What follows belongs to an exercise in optimizing a design on an open flow for small area, a short achievable clock period and few clock cycles; a production flow would make more cautious choices. No functional check of the RTL was part of any run shown here. Power and IR drop assume default switching activity.

$ cat design/flow/design.v
module lane_fold (
    input  wire        clk,
    input  wire        rst,
    input  wire        in_valid,
    output wire        in_ready,
    input  wire        in_first,
    input  wire [47:0] in_s,
    input  wire [7:0]  in_ea,
    input  wire [7:0]  in_eb,
    input  wire [9:0]  in_anchor,
    output reg         out_valid,
    output reg  [47:0] out_acc,
    output reg         out_sticky,
    output reg         out_loss,
    output reg         out_sat
);
    assign in_ready = 1'b1;
    reg        s1_valid;
    reg        s1_first;
    reg [47:0] s1_s;
    reg [7:0]  s1_ea;
    reg [7:0]  s1_eb;
    reg [9:0]  s1_anchor;
    always @(posedge clk) begin
        if (rst) s1_valid <= 1'b0;
        else     s1_valid <= in_valid;
        s1_first  <= in_first;
        s1_s      <= in_s;
        s1_ea     <= in_ea;
        s1_eb     <= in_eb;
        s1_anchor <= in_anchor;
    end
    wire [48:0] t;
    wire        cin, loss, force_sat;
    fold_shift u_shift (
        .valid(s1_valid), .s(s1_s), .ea(s1_ea), .eb(s1_eb), .anchor(s1_anchor),
        .t(t), .cin(cin), .loss(loss), .force_sat(force_sat)
    );
    reg        s2_valid;
    reg        s2_first;
    reg [48:0] s2_t;
    reg        s2_cin;
    reg        s2_loss;
    reg        s2_force;
    reg        s2_sgn;
    always @(posedge clk) begin
        if (rst) s2_valid <= 1'b0;
        else     s2_valid <= s1_valid;
        s2_first <= s1_first & s1_valid;
        s2_t     <= t;
        s2_cin   <= cin;
        s2_loss  <= loss;
        s2_force <= force_sat;
        s2_sgn   <= s1_s[47];
    end
    wire [47:0] acc_next;
    wire        sat;
    fold_add u_add (
        .acc(out_acc), .first(s2_first), .t(s2_t), .cin(s2_cin),
        .force_sat(s2_force), .sgn(s2_sgn), .acc_next(acc_next), .sat(sat)
    );
    wire sticky_next = (s2_first ? 1'b0 : out_sticky) | (s2_loss & s2_valid);
    always @(posedge clk) begin
        if (rst) out_valid <= 1'b0;
        else     out_valid <= s2_valid;
        out_acc    <= acc_next;
        out_sticky <= sticky_next;
        out_loss   <= s2_loss;
        out_sat    <= sat;
    end
endmodule
module fold_shift (
    input  wire        valid,
    input  wire [47:0] s,
    input  wire [7:0]  ea,
    input  wire [7:0]  eb,
    input  wire [9:0]  anchor,
    output reg  [48:0] t,
    output wire        cin,
    output wire        loss,
    output wire        force_sat
);
    wire [10:0] d     = {{3{ea[7]}}, ea} + {{3{eb[7]}}, eb} - {anchor[9], anchor};
    wire [5:0]  k     = d[5:0];
    wire        dneg  = d[10];
    wire        big_l = !dneg && ((d[9:6] != 4'd0) || (k[5] && k[4]));
    wire        big_r = dneg && !((d[9:6] == 4'hf) && (k >= 6'd17));
    wire        sgn   = s[47];
    wire        s_nz  = |s;
    wire        rmode = dneg | !valid;
    wire        bigr  = big_r | !valid;
    wire [63:0] r0 = {{16{sgn}}, s};
    wire [63:0] r1 = k[0] ? {r0[62:0], r0[63]}    : r0;
    wire [63:0] r2 = k[1] ? {r1[61:0], r1[63:62]} : r1;
    wire [63:0] r3 = k[2] ? {r2[59:0], r2[63:60]} : r2;
    wire [63:0] r4 = k[3] ? {r3[55:0], r3[63:56]} : r3;
    wire [63:0] r5 = k[4] ? {r4[47:0], r4[63:48]} : r4;
    wire [63:0] r6 = k[5] ? {r5[31:0], r5[63:32]} : r5;
    reg  [63:0] th;
    integer j;
    always @(*) begin
        for (j = 0; j < 64; j = j + 1)
            th[j] = (j < k);
    end
    reg loss_r, ovf_l;
    integer i;
    always @(*) begin
        for (i = 0; i < 49; i = i + 1)
            t[i] = rmode ? ((th[i] && !bigr) ? r6[i] : sgn)
                         : (th[i] ? 1'b0 : r6[i]);
        loss_r = 1'b0;
        for (i = 0; i < 48; i = i + 1)
            loss_r = loss_r | (s[i] & !th[63-i]);
        ovf_l = 1'b0;
        for (i = 1; i < 47; i = i + 1)
            ovf_l = ovf_l | ((s[i] ^ sgn) & th[47-i]);
    end
    assign loss      = rmode & (bigr ? s_nz : loss_r);
    assign cin       = sgn & loss;
    assign force_sat = valid & !dneg & (big_l ? s_nz : ovf_l);
endmodule
module fold_add (
    input  wire [47:0] acc,
    input  wire        first,
    input  wire [48:0] t,
    input  wire        cin,
    input  wire        force_sat,
    input  wire        sgn,
    output wire [47:0] acc_next,
    output wire        sat
);
    wire [47:0] base = first ? 48'd0 : acc;
    wire [46:0] lo_s;
    wire        c47;
    assign {c47, lo_s} = {1'b0, base[46:0]} + {1'b0, t[46:0]} + {47'd0, cin};
    wire [46:0] x  = base[46:0] ^ t[46:0];
    wire [46:0] cz = {base[45:0] | t[45:0], cin};
    wire        z  = (x == cz);
    wire a47 = base[47];
    wire t47 = t[47];
    wire t48 = t[48];
    wire up1 = a47 ? (t47 & c47) : (t47 | c47);      
    wire eqm = a47 & !t47 & !c47;                     
    wire eq1 = a47 ? (t47 & c47) : (t47 ^ c47);       
    wire hi  = !t48 & up1;
    wire lo  = t48 ? (!up1 | (eq1 & z)) : (eqm & z);
    assign sat = force_sat | hi | lo;
    wire neg = force_sat ? sgn : (t48 | eqm);
    assign acc_next = sat ? (neg ? 48'h8000_0000_0001 : 48'h7fff_ffff_ffff)
                          : {a47 ^ t47 ^ c47, lo_s};
endmodule
$ cat design/flow/run.sh
#!/bin/bash
# synth_recipe.tcl (not shown) runs the flow's synth.tcl, then flattens the netlist and writes it again
# the make line also repeats each setting of config.mk as NAME=value (left out here)
make -C /OpenROAD-flow-scripts/flow DESIGN_CONFIG=/design/flow/config.mk WORK_HOME=/design/flow/orfs CLKGATE_MAP_FILE= SYNTH_SCRIPT=/design/flow/synth_recipe.tcl finish
$ cat design/flow/config.mk
export PLATFORM = sky130hd
export DESIGN_NAME = lane_fold
export DESIGN_NICKNAME = lane_fold
export VERILOG_FILES = /design/flow/design.v
export SDC_FILE = /design/flow/constraint.sdc
export NUM_CORES = 4
export LEC_CHECK = 0
export CAP_MARGIN = 30
export CORE_MARGIN = 2
export CORE_UTILIZATION = 40
export SLEW_MARGIN = 30
export SYNTH_HIERARCHICAL = 1
$ cat design/flow/constraint.sdc
create_clock -name core_clock -period 20.0 [get_ports {clk}]
set_input_delay 4.0000 -clock core_clock [delete_from_list [all_inputs] [get_ports {clk}]]
set_output_delay 4.0000 -clock core_clock [all_outputs]
set_load 0.01 [all_outputs]
==> out/summary.txt, run 1 <==
result of the run - timing/DRC/antenna clean
RSZ-0062 raised after global routing - false
crit path from - s1_ea[1]
Crit Path Max Fanout - 62
clk buf depth - 2
DRT iter0 DRCs - 1668
Critical Path RT - 20340 ps
Starting Density - 0.4077
worst r2r src - s1_ea[1]
chip width - 205.7 um
DRT Pass-1 Iters - 9
Filler Cells Inserted - 3964
first-pass GRT wire length - 97560 um
post-layout min period - 5541 ps
CTS resizes - 0
CTS tree - yes
Setup crit end kind - flip-flop
Syn Nets - 2271
Yosys cell types - 87
setup bufs post-CTS - 0
delay of the slowest critical-path stage - 740 ps
Detailed Place HPWL - 50030 um
Critical Path AT - 5880 ps
post-synthesis compound-gate area fraction - 0.2424
Remaining DRCs - 0
pin count of the biggest net entering global routing - 85
register area share after synthesis - 0.2251
Synth warnings - 8
io pins - 131
share of cells above drive strength 1 - 0.09022
post-synth top area cell - dfxtp_1
synth top area cells - dfxtp_1 (23%), ha_1 (8.2%), mux4_2 (7.2%)
Slew Limit Fails - 0
CP Buf/Inv Count - 4
CTS Root Cell - clkbuf_16
crit-path cells - inv_1 -> fa_1 -> fa_4 -> nand2b_1 -> o2bb2ai_1 -> xnor2_2 -> buf_4 -> buf_4 -> o21ai_1 -> buf_4 -> nor2_1 -> o31ai_1 -> a2111oi_0 -> o2111ai_1 -> or4_1 -> nor3b_1
critical path type - flip-flop to flip-flop
Clk Latency, worst-skew pair - 470 ps
area occupied by multi-input gates - 11290 um^2
GRT Total Usage - 0.3102
vias post-DR - 16160
htree depth - 4
vias in the first global route - 15410
cts bufs inserted - 17
adder-cell share of the synthesized area - 0.09704
Leak Pwr - 7.849 nW
clk sink count - 183
EDFF count, synth - 0
ys async rst share - 0
fin nets - 2291
post-synthesis to final-layout area growth - 12.76%
mux cell area share after synthesis - 0.1240
relative slew slack - 0.3687
Hold Path Class - flip-flop to flip-flop
Die Y - 205.7 um
worst vdd ir - 73.05 uV
Rows - 73
Hold Worst Slack - 425.6 ps
max cap viols - 0
Final GP Congestion - 1.068
GRT overflow - 0
Post-Synthesis Cell Area - 16270 um^2
Fmax - 180.5 MHz
P per Cell Area - 168.5 nW/um^2
Core Area - 39910 um^2
Vias/cell - 6.144
final antenna-violating net count - 0
crit path launch type - flip-flop
DR WL/cell - 24.83 um
setup tns final - 0 ps
critical hold path startpoint - s2_loss
most used cell, CP - buf_4
mean post-synth cell area - 7.846 um^2
initial antenna violation count - 1
main combinational cell family by area after synthesis - compound AO/OA/AOI/OAI gates
worst reg2reg setup slack - 14460 ps
CTS Hold Bufs - 0
Final Hold Vio Count - 0
register area - 3665 um^2
ANT cells - 0
die area - 42310 um^2
share of the synthesized area in the top cell type - 0.2251
worst-margin pin slew - 946.9 ps
port bufs - 129
Synth Area in XOR/XNOR - 0.05221
post-synthesis instance total - 2074
Synth Area in Simple Gates - 0.1735
slowest CP cell - a2111oi_0
final worst-path cycle share - 0.2771
Worst-path clk slew - 80 ps
delay-heaviest family, CP - compound AO/OA/AOI/OAI gates
commonest register cell after synthesis - dfxtp_1
setup violators final - 0
Yosys reg bits - 183
Clock Skew - 17.45 ps
total wire length - 65330 um
-- through the flow --
stage	cells	cell area (um^2)	setup slack (ps)	utilization	total power, mW
finish	2631	18350	14460	0.4597	3.092
global route	2631	18350	14260	0.4597	3.291
CTS	2630	18320	14320	0.4590	3.055
detailed placement	2599	17760	14330	0.4449	2.708
global placement	2599	17760	14100	0.4448	2.707
floorplan	2074	16270	15650	-	2.042
-- Yosys stat by module, one instance, submodules excluded --
module / cells / times used / flops+latches / area (um^2)
lane_fold: 192 / 1 / 183 / 3716
fold_shift: 1110 / 1 / 0 / 7233
fold_add: 772 / 1 / 0 / 5323
-- cells in the mapped netlist, types with 15 or more instances --
cell      number
xor2_1        59
nand2b_1      60
nand3_1       31
mux4_2        52
dfxtp_1      183
nor4_1        19
nand4_1       30
xnor2_1       38
mux2i_1       80
inv_1        171
nor2_1       168
o21ai_2       36
o211ai_1      15
clkbuf_1      70
a21oi_1      194
nor2b_1       15
buf_2         46
ha_1         107
nor3_1        29
buf_1         27
a31oi_1       27
nand2_1      189
a21o_1        26
a211oi_1      25
o21a_1        16
o21ai_0      127
-- cell families (layout without fill, tap and decap cells) --
| group | count (synthesis) | in the layout |
|---|---|---|
| buffers and inverters | 329 | 361 |
| flip-flops | 183 | 183 |
| XOR/XNOR | 97 | 97 |
| other | 1 | 1 |
| AO/OA/AOI/OAI | 612 | 612 |
| adder cells (fa/ha/maj) | 119 | 119 |
| multiplexers | 136 | 136 |
| AND/OR/NAND/NOR | 597 | 597 |
-- where the power goes --
| part | leakage [nW] | total (mW) | switching [mW] | internal, mW |
|---|---|---|---|---|
| logic | 6.03 | 2.22 | 1.43 | 0.797 |
| clock network | 0.280 | 0.338 | 0.173 | 0.165 |
| registers | 1.54 | 0.530 | 0.0730 | 0.457 |
-- path summary, 6_finish.rpt --
path | depth (start not counted) | to
worst min-delay path | 0 | out_loss
worst min register to register | 0 | out_loss
worst max register to register | 16 | s2_force
worst max-delay path | 16 | s2_force
-- metal layers --
| metal | part of all wire | GRT usage |
|---|---|---|
| met4 | 0.063 | 0.1655 |
| met2 | 0.45 | 0.4968 |
| met5 | 0.00018 | 0 |
| met1 | 0.40 | 0.3897 |
| met3 | 0.086 | 0.06684 |
-- flip-flops by register name (all words and copies together) (netlist names), 8 cells and up --
name and cells:
s1_eb 8, s2_t 49, s1_anchor 10, out_acc 48, s1_s 48, s1_ea 8
-- worst reg2reg max path: stages, from the launching register on --
cell	delay, ps
dfxtp_1	310
inv_1	50
fa_1	530
fa_4	590
nand2b_1	210
o2bb2ai_1	250
xnor2_2	160
buf_4	230
buf_4	630
o21ai_1	210
buf_4	250
nor2_1	350
o31ai_1	140
a2111oi_0	740
o2111ai_1	200
or4_1	430
nor3b_1	150
-- placed cells by master, fill, tap and decap left out, types with 15 or more instances in the layout --
master,n
clkdlybuf4s50_1,129
inv_1,171
nor3_1,29
xnor2_1,35
mux2i_1,80
a21oi_1,194
dfxtp_1,182
nand3_1,31
nand2b_1,59
o21a_1,16
ha_1,106
a31oi_1,27
clkbuf_16,17
nor2_1,165
buf_4,27
xor2_1,58
nand2_1,188
a211oi_1,25
nand4_1,30
o211ai_1,15
o21ai_0,126
o21ai_2,36
nor4_1,19
a21o_1,26
mux4_2,52
-- area by class of cell --
type                            count  area share
Sequential cell                   183      0.1997
Multi-Input combinational cell   1562      0.6155
Tap cell                          525     0.03580
Timing Repair Buffer              157     0.08292
Clock buffer                       17     0.02318
Clock inverter                     14    0.007433
Inverter                          173     0.03539
==> run 2, diff against run 1 <==
==> design/flow/flow/run.sh (new file) <==
#!/bin/bash
# The standard layout, except that the port buffers are buf_1 (inputs) and
# buf_2 (outputs) instead of the resizer's default delay buffer.
set -euo pipefail
here=$(pwd)
bash standard.sh DONT_BUFFER_PORTS=1 PRE_GLOBAL_PLACE_TCL="$here/flow/ports.tcl" finish > "$here/standard.log" 2>&1
==> design/flow/flow/ports.tcl (new file) <==
# every input and output port gets a buffer, as buffer_ports does by default
buffer_ports -inputs -buffer_cell sky130_fd_sc_hd__buf_1
buffer_ports -outputs -buffer_cell sky130_fd_sc_hd__buf_2
==> design/flow/standard.sh (new file) <==
#!/bin/bash
# synth_recipe.tcl (not shown) runs the flow's synth.tcl, then flattens the netlist and writes it again
# the make line also repeats each setting of config.mk as NAME=value (left out here)
make -C /OpenROAD-flow-scripts/flow DESIGN_CONFIG=/design/flow/config.mk WORK_HOME=/design/flow/orfs CLKGATE_MAP_FILE= SYNTH_SCRIPT=/design/flow/synth_recipe.tcl "${@:-finish}"
removed: design/flow/run.sh
==> out/summary.txt, run 2 <==
result of the run - timing/DRC/antenna clean (unchanged)
DRT iter0 DRCs - 1740 (was 1668)
RR Endpoint - s2_t[9] (was s2_force)
RSZ-0062 raised after global routing - false (unchanged)
slowest CP cell - a21oi_1 (was a2111oi_0)
max reg flops - 49 (unchanged)
final non-filler cell area - 17050 um^2 (was 18350 um^2)
vias in the first global route - 15290 (was 15410)
Hold Path Class - flip-flop to flip-flop (unchanged)
crit-path cells - inv_1 -> fa_1 -> fa_4 -> buf_6 -> nor2b_1 -> nand2_1 -> a21oi_1 -> nor2_1 -> nor2_1 -> nor3b_1 -> and4_1 -> buf_4 -> nor2_2 -> a21oi_1 -> mux2i_1 (was inv_1 -> fa_1 -> fa_4 -> nand2b_1 -> o2bb2ai_1 -> xnor2_2 -> buf_4 -> buf_4 -> o21ai_1 -> buf_4 -> nor2_1 -> o31ai_1 -> a2111oi_0 -> o2111ai_1 -> or4_1 -> nor3b_1)
Yosys reg bits - 183 (unchanged)
most common cell in the synthesized netlist - a21oi_1 (unchanged)
total wire length - 67230 um (was 65330 um)
Worst-path clk slew - 70 ps (was 80 ps)
DR WL/cell - 26.86 um (was 24.83 um)
Setup crit end kind - flip-flop (unchanged)
CTS resizes - 0 (unchanged)
CP Depth - 15 (was 16)
register area share after synthesis - 0.2251 (unchanged)
pre-CTS setup slack - 13690 ps (was 14330 ps)
Fmax - 161.2 MHz (was 180.5 MHz)
Final GP Congestion - 0.9909 (was 1.068)
synth cell count leaders - a21oi_1 (194), nand2_1 (189), dfxtp_1 (183) (unchanged)
P_sw - 1.671 mW (was 1.673 mW)
post-synthesis instance total - 2074 (unchanged)
Rows - 73 (unchanged)
DRT Pass-1 Iters - 6 (was 9)
Synth Area in XOR/XNOR - 0.05221 (unchanged)
Final Hold Vio Count - 0 (unchanged)
clk sink count - 183 (unchanged)
worst vdd ir - 89.62 uV (was 73.05 uV)
P per Cell Area - 176.2 nW/um^2 (was 168.5 nW/um^2)
Die Y - 205.7 um (unchanged)
Crit Path Max Fanout - 55 (was 62)
synth top area cells - dfxtp_1 (23%), ha_1 (8.2%), mux4_2 (7.2%) (unchanged)
GRT Total Usage - 0.3183 (was 0.3102)
ys async rst share - 0 (unchanged)
post-layout min period - 6204 ps (was 5541 ps)
mux cell area share after synthesis - 0.1240 (unchanged)
Slew Limit Fails - 0 (unchanged)
Core Area - 39910 um^2 (unchanged)
post-synthesis to final-layout area growth - 4.798% (was 12.76%)
Comb pwr share - 0.697 (was 0.719)
Syn Nets - 2271 (unchanged)
CTS Hold Bufs - 0 (unchanged)
mean post-synth cell area - 7.846 um^2 (unchanged)
share of cells above drive strength 1 - 0.09555 (was 0.09022)
delay-heaviest family, CP - simple AND/OR/NAND/NOR gates (was compound AO/OA/AOI/OAI gates)
CP Buf/Inv Count - 3 (was 4)
commonest cells after routing, fill and taps aside - a21oi_1 (194), nand2_1 (188), dfxtp_1 (182) (unchanged)
CTS Root Cell - clkbuf_16 (unchanged)
Leak Pwr - 7.342 nW (was 7.849 nW)
sw frac - 0.5561 (was 0.5410)
fin nets - 2162 (was 2291)
worst-margin pin slew - 1006 ps (was 946.9 ps)
Pwr Total - 3.005 mW (was 3.092 mW)
vias post-DR - 15910 (was 16160)
Int Pwr - 1.334 mW (was 1.419 mW)
adder-cell share of the synthesized area - 0.09704 (unchanged)
crit path launch type - flip-flop (unchanged)
io pins - 131 (unchanged)
cts bufs inserted - 17 (unchanged)
clock share of power - 0.114 (was 0.109)
worst reg2reg setup slack - 13800 ps (was 14460 ps)
final worst-path cycle share - 0.3102 (was 0.2771)
relative slew slack - 0.3296 (was 0.3687)
Starting Density - 0.4077 (unchanged)
crit path capture - s2_t[9] (was s2_force)
Reg2Reg Depth - 15 (was 16)
crit path from - s1_ea[1] (unchanged)
worst r2r src - s1_ea[1] (unchanged)
worst setup margin - 13800 ps (was 14460 ps)
setup bufs post-CTS - 0 (unchanged)
Seq pwr share - 0.188 (was 0.171)
chip width - 205.7 um (unchanged)
max cap viols - 0 (unchanged)
main combinational cell family by area after synthesis - compound AO/OA/AOI/OAI gates (unchanged)
GRT overflow - 0 (unchanged)
ANT cells - 0 (unchanged)
Vias/cell - 6.357 (was 6.144)
htree depth - 4 (unchanged)
Critical Path AT - 6550 ps (was 5880 ps)
post-synth top area cell - dfxtp_1 (unchanged)
clk buf depth - 2 (unchanged)
registers with the most flip-flops - s2_t: 49 flops, out_acc: 48 flops, s1_s: 48 flops (unchanged)
delay of the slowest critical-path stage - 860 ps (was 740 ps)
EDFF count, synth - 0 (unchanged)
initial antenna violation count - 0 (was 1)
Synth warnings - 8 (unchanged)
commonest non-fill, non-tap cell in the layout - a21oi_1 (unchanged)
CTS tree - yes (unchanged)
setup violators final - 0 (unchanged)
die area - 42310 um^2 (unchanged)
Clock Skew - 21.63 ps (was 17.45 ps)
Critical Path RT - 20340 ps (about the same)
Remaining DRCs - 0 (unchanged)
most flop-heavy register - s2_t (unchanged)
Filler Cells Inserted - 4048 (was 3964)
placed cell area - 16480 um^2 (was 17760 um^2)
commonest register cell after synthesis - dfxtp_1 (unchanged)
share of the synthesized area in the top cell type - 0.2251 (unchanged)
Synth Area in Simple Gates - 0.1735 (unchanged)
Post-Synthesis Cell Area - 16270 um^2 (unchanged)
port bufs - 129 (unchanged)
critical path type - flip-flop to flip-flop (unchanged)
Clk Latency, worst-skew pair - 500 ps (was 470 ps)
setup tns final - 0 ps (unchanged)
Yosys cell types - 87 (unchanged)
final antenna-violating net count - 0 (unchanged)
Detailed Place HPWL - 50950 um (was 50030 um)
first-pass GRT wire length - 98370 um (was 97560 um)
pin count of the biggest net entering global routing - 71 (was 85)
post-synthesis compound-gate area fraction - 0.2424 (unchanged)
-- run 2: cell count changes in the layout (fill, tap and decap cells not counted), sizes merged --
cell | before | now
bufinv | 0 | 1
clkbuf | 17 | 19
clkdlybuf4s50 | 129 | 0
clkinv | 5 | 2
clkinvlp | 0 | 2
inv | 182 | 181
-- run 2: final cells by class --
class	count	area [um^2]	area share
Multi-Input combinational cell	1562	11300	0.6626
Sequential cell	183	3665	0.2149
Tap cell	525	656.9	0.03852
Inverter	173	649.4	0.03808
Clock buffer	19	432.9	0.02539
Timing Repair Buffer	28	214.0	0.01255
Clock inverter	13	135.1	0.007924
-- run 2: through the flow --
stage	hold WS (ps)	instances	util
6_report	433.1	2503	0.4272
5_1_grt	437.5	2503	0.4272
4_1_cts	438.3	2503	0.4271
3_5_place_dp	424.2	2471	0.4129
3_3_place_gp	420.5	2471	0.4128
2_1_floorplan	329.0	2074	-
-- run 2: how the worst min path moves through the flow --
stage                      end     start  cells after the start
floorplan               s2_sgn  s1_s[47]                      0
global route          out_loss   s2_loss                      0
detailed placement    s2_first  s1_first                      1
global placement    out_sticky  s2_first                      1
CTS                   s2_first  s1_first                      1
finish                s2_first  s1_first                      1
-- run 2: cell families (layout without fill, tap and decap cells) --
group	after synthesis	in the layout
AOI/OAI and AO/OA	612	612
and+or+nand+nor	597	597
buffers and inverters	329	233
DFF	183	183
muxes	136	136
adders and majority gates	119	119
xor gates and xnor gates	97	97
other	1	1
-- run 2: per-layer routing --
metal / up-vias / GRT usage / routed length, um / share of wire
li1: 7151 / - / - / -
met1: 7635 / 0.3980 / 26770 / 0.40
met2: 926 / 0.4989 / 29870 / 0.44
met3: 199 / 0.07206 / 6315 / 0.094
met4: 0 / 0.1914 / 4272 / 0.064
met5: - / 0 / 0 / 0
-- run 2: power by group through the flow --
stage / sequential [mW] / combinational (mW) / clock, mW
after floorplan: 0.530 / 1.51 / 0
after global placement: 0.574 / 2.04 / 0
after detailed placement: 0.576 / 2.04 / 0
after CTS: 0.567 / 2.05 / 0.356
after global routing: 0.576 / 2.25 / 0.366
final: 0.566 / 2.10 / 0.344
-- run 2: Yosys stat by module, one instance, submodules excluded --
| module | area (um^2) | flops+latches | cells |
|---|---|---|---|
| fold_add | 5323 | 0 | 772 |
| fold_shift | 7233 | 0 | 1110 |
| lane_fold | 3716 | 183 | 192 |

## re-timing with driven ports
Ports are ideal in the flow. The routed layouts listed here were re-timed in OpenROAD.
Step 1, drivers: a clkbuf_16 drives clk and a buf_2 each remaining input, both assumed.
Step 2, shift: input delay + t, output delay - t, t = (earliest + latest rising clock arrival at the registers) / 2. This alone moves slack from input paths to output paths.
Three values: ideal ports, drivers, drivers and shift; two values: the first two.
run	t, ns	setup slack, ns	worst setup path at the end	worst data-port slew with drivers (ns)
run 1	0.524	14.459 / 14.459 / 14.459	register to register	0.04
run 2	0.547	13.796 / 13.796 / 13.796	register to register	0.06
After both steps every run listed still meets setup and hold.
